From an optimization exercise on the open Yosys and OpenROAD flow, aimed at small area, a short achievable clock period and few clock cycles; shortcuts taken in it are not production practice. RTL that was checked went through simulation tests only; none was proved equivalent to the original.

==> job 2542: inputs <==
==> flow/design.v <==
module gf_inv6 (
  input  wire [5:0] x,
  output reg  [7:0] y
);
  always @(*) begin
    case (x)
      6'd1: y = 8'h01;
      6'd2: y = 8'h8E;
      6'd3: y = 8'hF4;
      6'd4: y = 8'h47;
      6'd5: y = 8'hA7;
      6'd6: y = 8'h7A;
      6'd7: y = 8'hBA;
      6'd8: y = 8'hAD;
      6'd9: y = 8'h9D;
      6'd10: y = 8'hDD;
      6'd11: y = 8'h98;
      6'd12: y = 8'h3D;
      6'd13: y = 8'hAA;
      6'd14: y = 8'h5D;
      6'd15: y = 8'h96;
      6'd16: y = 8'hD8;
      6'd17: y = 8'h72;
      6'd18: y = 8'hC0;
      6'd19: y = 8'h58;
      6'd20: y = 8'hE0;
      6'd21: y = 8'h3E;
      6'd22: y = 8'h4C;
      6'd23: y = 8'h66;
      6'd24: y = 8'h90;
      6'd25: y = 8'hDE;
      6'd26: y = 8'h55;
      6'd27: y = 8'h80;
      6'd28: y = 8'hA0;
      6'd29: y = 8'h83;
      6'd30: y = 8'h4B;
      6'd31: y = 8'h2A;
      6'd32: y = 8'h6C;
      6'd33: y = 8'hED;
      6'd34: y = 8'h39;
      6'd35: y = 8'h51;
      6'd36: y = 8'h60;
      6'd37: y = 8'h56;
      6'd38: y = 8'h2C;
      6'd39: y = 8'h8A;
      6'd40: y = 8'h70;
      6'd41: y = 8'hD0;
      6'd42: y = 8'h1F;
      6'd43: y = 8'h4A;
      6'd44: y = 8'h26;
      6'd45: y = 8'h8B;
      6'd46: y = 8'h33;
      6'd47: y = 8'h6E;
      6'd48: y = 8'h48;
      6'd49: y = 8'h89;
      6'd50: y = 8'h6F;
      6'd51: y = 8'h2E;
      6'd52: y = 8'hA4;
      6'd53: y = 8'hC3;
      6'd54: y = 8'h40;
      6'd55: y = 8'h5E;
      6'd56: y = 8'h50;
      6'd57: y = 8'h22;
      6'd58: y = 8'hCF;
      6'd59: y = 8'hA9;
      6'd60: y = 8'hAB;
      6'd61: y = 8'h0C;
      6'd62: y = 8'h15;
      6'd63: y = 8'hE1;
      default: y = 8'h00;
    endcase
  end
endmodule
module gf_xmul (
  input  wire [7:0]  b,
  output wire [63:0] bx
);
  assign bx[7:0] = b;
  genvar n;
  generate
    for (n = 1; n < 8; n = n + 1) begin : g_shift
      assign bx[8*n +: 8] = {bx[8*n-2 -: 7], 1'b0} ^ (bx[8*n-1] ? 8'h1D : 8'h00);
    end
  endgenerate
endmodule
module gf_mul_x (
  input  wire [7:0]  a,
  input  wire [63:0] bx,
  output wire [7:0]  p
);
  assign p = (a[0] ? bx[ 7: 0] : 8'h00) ^ (a[1] ? bx[15: 8] : 8'h00)
           ^ (a[2] ? bx[23:16] : 8'h00) ^ (a[3] ? bx[31:24] : 8'h00)
           ^ (a[4] ? bx[39:32] : 8'h00) ^ (a[5] ? bx[47:40] : 8'h00)
           ^ (a[6] ? bx[55:48] : 8'h00) ^ (a[7] ? bx[63:56] : 8'h00);
endmodule
module rs_parity_enc (
  input  wire        clk,
  input  wire        rst,        
  input  wire [5:0]  cfg_k,      
  input  wire [4:0]  cfg_m,      
  input  wire        in_valid,
  output wire        in_ready,
  input  wire [15:0] in_data,
  output wire        out_valid,
  input  wire        out_ready,
  output wire [15:0] out_data,
  output wire        out_last
);
  localparam LANES = 4;
  localparam SLOTS = 4;
  localparam ROWS  = LANES * SLOTS;
  reg         rdy_q;             
  reg  [4:0]  jn;                
  reg         first_in;          
  wire        take     = in_valid && rdy_q;
  reg  [4:0]  g_km1;             
  reg  [5:0]  g_k;
  reg  [2:0]  g_np;              
  reg  [1:0]  g_npm1;            
  reg  [1:0]  g_ll;              
  reg  [1:0]  g_base;            
  wire        last_in = first_in ? (cfg_k == 6'd1) : (jn == g_km1);
  wire [2:0]  np_cfg  = (cfg_m + 5'd3) >> 2;
  reg         ir_v;
  reg  [15:0] ir_d;
  reg  [4:0]  ir_j;
  reg         ir_first, ir_last;
  reg  [1:0]  ir_p;              
  reg  [5:0]  ir_kp;             
  reg  [5:0]  ir_sel [0:LANES-1];   
  reg  [1:0]  wr_ptr;            
  reg  [2:0]  free;              
  wire        alloc     = ir_first;      
  wire        issue     = ir_v && (g_np != 3'd0) && (!alloc || (free != 3'd0));
  wire        last_pass = (ir_p == g_npm1);
  wire        ir_done   = ir_v && ((g_np == 3'd0) || (issue && last_pass));
  wire [1:0]  op_slot   = alloc ? wr_ptr : g_base + ir_p;
  reg         c_v;
  reg  [15:0] c_d;
  reg  [7:0]  c_coef [0:LANES-1];
  reg  [1:0]  c_slot;
  reg         c_first, c_lastw, c_slast;
  reg  [1:0]  c_ll;
  wire [7:0]  coef [0:LANES-1];
  genvar l;
  generate
    for (l = 0; l < LANES; l = l + 1) begin : g_coef
      gf_inv6 u_inv (.x(ir_sel[l]), .y(coef[l]));
      wire [5:0] k_take = first_in ? cfg_k : g_k;
      wire [5:0] sel_take = (k_take + l) ^ {1'b0, jn};
      wire [5:0] sel_next = (ir_kp + (4 + l)) ^ {1'b0, ir_j};
      always @(posedge clk)
        if (take)
          ir_sel[l] <= sel_take;
        else if (issue)
          ir_sel[l] <= sel_next;
    end
  endgenerate
  reg  [15:0] acc [0:ROWS-1];
  reg  [SLOTS-1:0] s_rdy;            
  reg  [SLOTS-1:0] s_last;           
  reg  [1:0]  s_ll [0:SLOTS-1];      
  wire [63:0] dx_lo, dx_hi;
  gf_xmul u_xlo (.b(c_d[7:0]),  .bx(dx_lo));
  gf_xmul u_xhi (.b(c_d[15:8]), .bx(dx_hi));
  wire [15:0] upd [0:LANES-1];
  generate
    for (l = 0; l < LANES; l = l + 1) begin : g_mac
      wire [15:0] prod;
      gf_mul_x u_lo (.a(c_coef[l]), .bx(dx_lo), .p(prod[7:0]));
      gf_mul_x u_hi (.a(c_coef[l]), .bx(dx_hi), .p(prod[15:8]));
      wire [15:0] old = acc[c_slot * LANES + l];
      assign upd[l] = (c_first ? 16'h0000 : old) ^ prod;
    end
  endgenerate
  reg         ov, ol;
  reg  [15:0] od;
  reg  [1:0]  rd_slot;
  reg  [1:0]  rd_lane;
  wire        out_go   = s_rdy[rd_slot] && (!ov || out_ready);
  wire        rd_end   = (rd_lane == s_ll[rd_slot]);
  wire        freed    = out_go && rd_end;
  assign in_ready  = rdy_q;
  assign out_valid = ov;
  assign out_data  = od;
  assign out_last  = ol;
  wire        alloc_now = issue && alloc;
  reg         rdy_n;
  always @(*) begin
    if (take) begin
      if (first_in)
        rdy_n = (cfg_m == 5'd0) ||
                (np_cfg == 3'd1 && !alloc_now && (free != 3'd0));
      else
        rdy_n = (g_np == 3'd0) || (g_np == 3'd1);
    end else if (ir_v && !ir_done) begin
      if (issue)
        rdy_n = (ir_p + 2'd1 == g_npm1) && (!alloc || (free >= 3'd2));
      else
        rdy_n = last_pass && (free != 3'd0);
    end else begin
      rdy_n = 1'b1;
    end
  end
  integer q;
  always @(posedge clk) begin
    if (take) begin
      ir_d     <= in_data;
      ir_j     <= jn;
      ir_first <= first_in;
      ir_last  <= last_in;
      ir_kp    <= first_in ? cfg_k : g_k;
      if (first_in) begin
        g_k    <= cfg_k;
        g_km1  <= cfg_k[4:0] - 5'd1;
        g_np   <= np_cfg;
        g_npm1 <= np_cfg[1:0] - 2'd1;
        g_ll   <= cfg_m[1:0] - 2'd1;
      end
    end else if (issue) begin
      ir_kp    <= ir_kp + 6'd4;
    end
    c_d     <= ir_d;
    for (q = 0; q < LANES; q = q + 1)
      c_coef[q] <= coef[q];
    c_slot  <= op_slot;
    c_first <= ir_first;
    c_lastw <= ir_last;
    c_slast <= last_pass;
    c_ll    <= last_pass ? g_ll : 2'd3;
    if (issue && alloc && ir_p == 2'd0)
      g_base <= wr_ptr;
    if (c_v) begin
      for (q = 0; q < LANES; q = q + 1)
        acc[c_slot * LANES + q] <= upd[q];
      if (c_lastw) begin
        s_last[c_slot] <= c_slast;
        s_ll[c_slot]   <= c_ll;
      end
    end
    if (out_go) begin
      od <= acc[rd_slot * LANES + rd_lane];
      ol <= s_last[rd_slot] && rd_end;
    end
    if (rst) begin
      rdy_q   <= 1'b1;
      jn      <= 5'd0;
      first_in <= 1'b1;
      ir_v    <= 1'b0;
      ir_p    <= 2'd0;
      c_v     <= 1'b0;
      wr_ptr  <= 2'd0;
      free    <= 3'd4;
      rd_slot <= 2'd0;
      rd_lane <= 2'd0;
      ov      <= 1'b0;
      s_rdy   <= {SLOTS{1'b0}};
    end else begin
      rdy_q <= rdy_n;
      if (take) begin
        jn       <= last_in ? 5'd0 : jn + 5'd1;
        first_in <= last_in;
      end
      ir_v <= take || (ir_v && !ir_done);
      if (take)
        ir_p <= 2'd0;
      else if (issue)
        ir_p <= last_pass ? 2'd0 : ir_p + 2'd1;
      c_v  <= issue;
      if (alloc_now)
        wr_ptr <= wr_ptr + 2'd1;
      free <= free - (alloc_now ? 3'd1 : 3'd0) + (freed ? 3'd1 : 3'd0);
      for (q = 0; q < SLOTS; q = q + 1) begin
        if (c_v && c_lastw && c_slot == q)
          s_rdy[q] <= 1'b1;
        else if (freed && rd_slot == q)
          s_rdy[q] <= 1'b0;
      end
      if (out_go) begin
        ov <= 1'b1;
        if (rd_end) begin
          rd_lane <= 2'd0;
          rd_slot <= rd_slot + 2'd1;
        end else begin
          rd_lane <= rd_lane + 2'd1;
        end
      end else if (out_ready) begin
        ov <= 1'b0;
      end
    end
  end
endmodule
==> flow/run.sh <==
#!/bin/bash
# synth_recipe.tcl (not shown) runs the flow's synth.tcl, then flattens the netlist and writes it again
# the make line also repeats each setting of config.mk as NAME=value (left out here)
make -C /OpenROAD-flow-scripts/flow DESIGN_CONFIG=/design/flow/config.mk WORK_HOME=/design/flow/orfs CLKGATE_MAP_FILE= SYNTH_SCRIPT=/design/flow/synth_recipe.tcl finish
==> flow/config.mk <==
export PLATFORM = sky130hd
export DESIGN_NAME = rs_parity_enc
export DESIGN_NICKNAME = rs_parity_enc
export VERILOG_FILES = /design/flow/design.v
export SDC_FILE = /design/flow/constraint.sdc
export NUM_CORES = 4
export LEC_CHECK = 0
export CAP_MARGIN = 5
export CORE_MARGIN = 2
export CORE_UTILIZATION = 40
export CTS_CLUSTER_DIAMETER = 80
export CTS_CLUSTER_SIZE = 30
export SETUP_SLACK_MARGIN = 4.5
export SLEW_MARGIN = 5
==> flow/constraint.sdc <==
create_clock -name core_clock -period 7.0 [get_ports {clk}]
set_input_delay 1.4000 -clock core_clock [delete_from_list [all_inputs] [get_ports {clk}]]
set_output_delay 1.4000 -clock core_clock [all_outputs]
set_load 0.01 [all_outputs]
==> job 8265: changes against job 2542 <==
--- a/flow/design.v
+++ b/flow/design.v
@@ -113,4 +113,4 @@
   reg  [4:0]  jn;                
-  reg         first_in;          
   wire        take     = in_valid && rdy_q;
+  wire        first_in = (jn == 5'd0);
   reg  [4:0]  g_km1;             
@@ -118,3 +118,2 @@
   reg  [2:0]  g_np;              
-  reg  [1:0]  g_npm1;            
   reg  [1:0]  g_ll;              
@@ -123,16 +122,20 @@
   wire [2:0]  np_cfg  = (cfg_m + 5'd3) >> 2;
-  reg         ir_v;
-  reg  [15:0] ir_d;
-  reg  [4:0]  ir_j;
-  reg         ir_first, ir_last;
-  reg  [1:0]  ir_p;              
-  reg  [5:0]  ir_kp;             
-  reg  [5:0]  ir_sel [0:LANES-1];   
+  wire [2:0]  np_in   = first_in ? np_cfg : g_np;
+  wire [1:0]  ll_in   = first_in ? cfg_m[1:0] - 2'd1 : g_ll;
+  reg  [2:0]  rem;               
+  reg  [1:0]  w_p;               
+  reg  [4:0]  w_j;
+  reg  [5:0]  w_kp;              
+  reg         w_first, w_last;
   reg  [1:0]  wr_ptr;            
   reg  [2:0]  free;              
-  wire        alloc     = ir_first;      
-  wire        issue     = ir_v && (g_np != 3'd0) && (!alloc || (free != 3'd0));
-  wire        last_pass = (ir_p == g_npm1);
-  wire        ir_done   = ir_v && ((g_np == 3'd0) || (issue && last_pass));
-  wire [1:0]  op_slot   = alloc ? wr_ptr : g_base + ir_p;
+  wire        cont      = (rem != 3'd0);
+  wire        cont_go   = cont && (!w_first || (free != 3'd0));
+  wire        take_go   = take && (np_in != 3'd0);
+  wire        issue     = cont ? cont_go : take_go;
+  wire        op_first  = cont ? w_first : first_in;
+  wire        op_lastw  = cont ? w_last  : last_in;
+  wire        op_slast  = cont ? (rem == 3'd1) : (np_in == 3'd1);
+  wire        alloc_now = issue && op_first;
+  wire [1:0]  op_slot   = op_first ? wr_ptr : (g_base + (cont ? w_p : 2'd0));
   reg         c_v;
@@ -143,2 +146,3 @@
   reg  [1:0]  c_ll;
+  wire [5:0]  k_in = first_in ? cfg_k : g_k;
   wire [7:0]  coef [0:LANES-1];
@@ -147,11 +151,5 @@
     for (l = 0; l < LANES; l = l + 1) begin : g_coef
-      gf_inv6 u_inv (.x(ir_sel[l]), .y(coef[l]));
-      wire [5:0] k_take = first_in ? cfg_k : g_k;
-      wire [5:0] sel_take = (k_take + l) ^ {1'b0, jn};
-      wire [5:0] sel_next = (ir_kp + (4 + l)) ^ {1'b0, ir_j};
-      always @(posedge clk)
-        if (take)
-          ir_sel[l] <= sel_take;
-        else if (issue)
-          ir_sel[l] <= sel_next;
+      wire [5:0] sel_in   = (k_in + l) ^ {1'b0, jn};     
+      wire [5:0] sel_cont = (w_kp + l) ^ {1'b0, w_j};    
+      gf_inv6 u_inv (.x(cont ? sel_cont : sel_in), .y(coef[l]));
     end
@@ -186,20 +184,7 @@
   assign out_last  = ol;
-  wire        alloc_now = issue && alloc;
-  reg         rdy_n;
-  always @(*) begin
-    if (take) begin
-      if (first_in)
-        rdy_n = (cfg_m == 5'd0) ||
-                (np_cfg == 3'd1 && !alloc_now && (free != 3'd0));
-      else
-        rdy_n = (g_np == 3'd0) || (g_np == 3'd1);
-    end else if (ir_v && !ir_done) begin
-      if (issue)
-        rdy_n = (ir_p + 2'd1 == g_npm1) && (!alloc || (free >= 3'd2));
-      else
-        rdy_n = last_pass && (free != 3'd0);
-    end else begin
-      rdy_n = 1'b1;
-    end
-  end
+  wire [2:0]  rem_n   = take ? ((np_in == 3'd0) ? 3'd0 : np_in - 3'd1)
+                             : (cont_go ? rem - 3'd1 : rem);
+  wire        first_n = take ? last_in : first_in;
+  wire        rdy_n   = (rem_n == 3'd0) &&
+                        (!first_n || (free > (alloc_now ? 3'd1 : 3'd0)));
   integer q;
@@ -207,26 +192,28 @@
     if (take) begin
-      ir_d     <= in_data;
-      ir_j     <= jn;
-      ir_first <= first_in;
-      ir_last  <= last_in;
-      ir_kp    <= first_in ? cfg_k : g_k;
+      w_j     <= jn;
+      w_kp    <= k_in + 6'd4;
+      w_first <= first_in;
+      w_last  <= last_in;
+      w_p     <= 2'd1;
+      c_d     <= in_data;
       if (first_in) begin
-        g_k    <= cfg_k;
-        g_km1  <= cfg_k[4:0] - 5'd1;
-        g_np   <= np_cfg;
-        g_npm1 <= np_cfg[1:0] - 2'd1;
-        g_ll   <= cfg_m[1:0] - 2'd1;
-      end
-    end else if (issue) begin
-      ir_kp    <= ir_kp + 6'd4;
-    end
-    c_d     <= ir_d;
-    for (q = 0; q < LANES; q = q + 1)
-      c_coef[q] <= coef[q];
-    c_slot  <= op_slot;
-    c_first <= ir_first;
-    c_lastw <= ir_last;
-    c_slast <= last_pass;
-    c_ll    <= last_pass ? g_ll : 2'd3;
-    if (issue && alloc && ir_p == 2'd0)
+        g_k   <= cfg_k;
+        g_km1 <= cfg_k[4:0] - 5'd1;
+        g_np  <= np_cfg;
+        g_ll  <= cfg_m[1:0] - 2'd1;
+      end
+    end else if (cont_go) begin
+      w_kp    <= w_kp + 6'd4;
+      w_p     <= w_p + 2'd1;
+    end
+    if (issue) begin
+      for (q = 0; q < LANES; q = q + 1)
+        c_coef[q] <= coef[q];
+      c_slot  <= op_slot;
+      c_first <= op_first;
+      c_lastw <= op_lastw;
+      c_slast <= op_slast;
+      c_ll    <= op_slast ? (cont ? g_ll : ll_in) : 2'd3;
+    end
+    if (take_go && first_in)
       g_base <= wr_ptr;
@@ -247,5 +234,3 @@
       jn      <= 5'd0;
-      first_in <= 1'b1;
-      ir_v    <= 1'b0;
-      ir_p    <= 2'd0;
+      rem     <= 3'd0;
       c_v     <= 1'b0;
@@ -259,11 +244,5 @@
       rdy_q <= rdy_n;
-      if (take) begin
-        jn       <= last_in ? 5'd0 : jn + 5'd1;
-        first_in <= last_in;
-      end
-      ir_v <= take || (ir_v && !ir_done);
       if (take)
-        ir_p <= 2'd0;
-      else if (issue)
-        ir_p <= last_pass ? 2'd0 : ir_p + 2'd1;
+        jn <= last_in ? 5'd0 : jn + 5'd1;
+      rem  <= rem_n;
       c_v  <= issue;
ABC_CLOCK_PERIOD_IN_PS = 3500   (was default)
CAP_MARGIN = 20   (was 5)
CTS_CLUSTER_DIAMETER = default   (was 80)
CTS_CLUSTER_SIZE = default   (was 30)
SETUP_SLACK_MARGIN = 4.4   (was 4.5)
SLEW_MARGIN = 20   (was 5)
==> job 7378: changes against job 2542 <==
--- a/flow/design.v
+++ b/flow/design.v
@@ -129,3 +129,2 @@
   reg  [5:0]  ir_kp;             
-  reg  [5:0]  ir_sel [0:LANES-1];   
   reg  [1:0]  wr_ptr;            
@@ -147,11 +146,4 @@
     for (l = 0; l < LANES; l = l + 1) begin : g_coef
-      gf_inv6 u_inv (.x(ir_sel[l]), .y(coef[l]));
-      wire [5:0] k_take = first_in ? cfg_k : g_k;
-      wire [5:0] sel_take = (k_take + l) ^ {1'b0, jn};
-      wire [5:0] sel_next = (ir_kp + (4 + l)) ^ {1'b0, ir_j};
-      always @(posedge clk)
-        if (take)
-          ir_sel[l] <= sel_take;
-        else if (issue)
-          ir_sel[l] <= sel_next;
+      wire [5:0] row_k = ir_kp + l;    
+      gf_inv6 u_inv (.x(row_k ^ {1'b0, ir_j}), .y(coef[l]));
     end
CAP_MARGIN = 20   (was 5)
CTS_CLUSTER_DIAMETER = default   (was 80)
CTS_CLUSTER_SIZE = default   (was 30)
SETUP_SLACK_MARGIN = 4.0   (was 4.5)
SLEW_MARGIN = 20   (was 5)
==> qor summary <==
| quantity | job 2542 | job 8265 | job 7378 |
|---|---|---|---|
| Outcome | complete, no violations | complete, no violations | complete, no violations |
| Fraction of synthesized cell area in xor and xnor cells | 18.6% | 17.8% | 19.6% |
| Per-cell via count in the routed design | 5.68 | 6.03 | 5.70 |
| Post-Synth Simple-Gate Area | 12.5% | 14.2% | 12.6% |
| Setup slack at placement | 3.15 ns | 1.88 ns | 2.96 ns |
| Net Count, Synth | 2981 | 3038 | 2833 |
| Number of rows created at floorplan | 100 | 100 | 98 |
| Crit path max-delay cell type | sky130_fd_sc_hd__edfxtp_1 | sky130_fd_sc_hd__or4b_4 | sky130_fd_sc_hd__clkdlybuf4s50_1 |
| Endpoint of the worst hold path | c_d[3] | s_rdy[1] | c_d[3] |
| GR Util met2 | 37.2% | 42.7% | 37.3% |
| Maximum number of pins on one net before global-route repair | 65 | 65 | 67 |
| Die height | 279 um | 277 um | 273 um |
| Average cell area after synthesis | 10.5 um2 | 10.2 um2 | 10.6 um2 |
| Number of clock sinks | 437 | 399 | 416 |
| Number of nets in the final layout | 2945 | 3289 | 2801 |
Testbench counts of job 2542, summed over its fixed seeds: cycles 87,735.
Testbench counts of job 7378, summed over its fixed seeds: cycles 87,735.
For job 8265, only the layout was checked, not whether the RTL still works.

## what the ideal ports hide
Ports are ideal in the flow. The routed layouts listed here were re-timed in OpenROAD.
Step 1 sets driving cells, clkbuf_16 on the clock port and buf_2 on the other inputs (assumed; they add their load-dependent delay and slew).
Step 2 moves the port delays by t, midway between the first and last clock arrival at a register: inputs arrive t later, outputs are due t later. That takes back most of the time a late clock gives input paths.
a / b / c = no drivers / after step 1 / after step 2; a / b = the first two.
run	shift t [ns]	setup slack, ns	worst hold slack (ns)	latest minus earliest clock arrival (ns)	worst data-port slew with drivers (ns)
job 2542	0.651	4.419 / 4.353 / 3.901	0.344 / 0.344 / 0.344	0.024 / 0.024	0.06
job 8265	0.665	3.273 / 3.273 / 2.777	0.488 / 0.488 / 0.488	0.031 / 0.031	0.10
job 7378	0.659	4.091 / 4.026 / 3.562	0.334 / 0.334 / 0.334	0.026 / 0.026	0.05
After both steps setup and hold are still met in every run listed. The setup slack of job 7378, which loses most, moves by -0.065 ns with the drivers and by -0.529 ns with both steps.
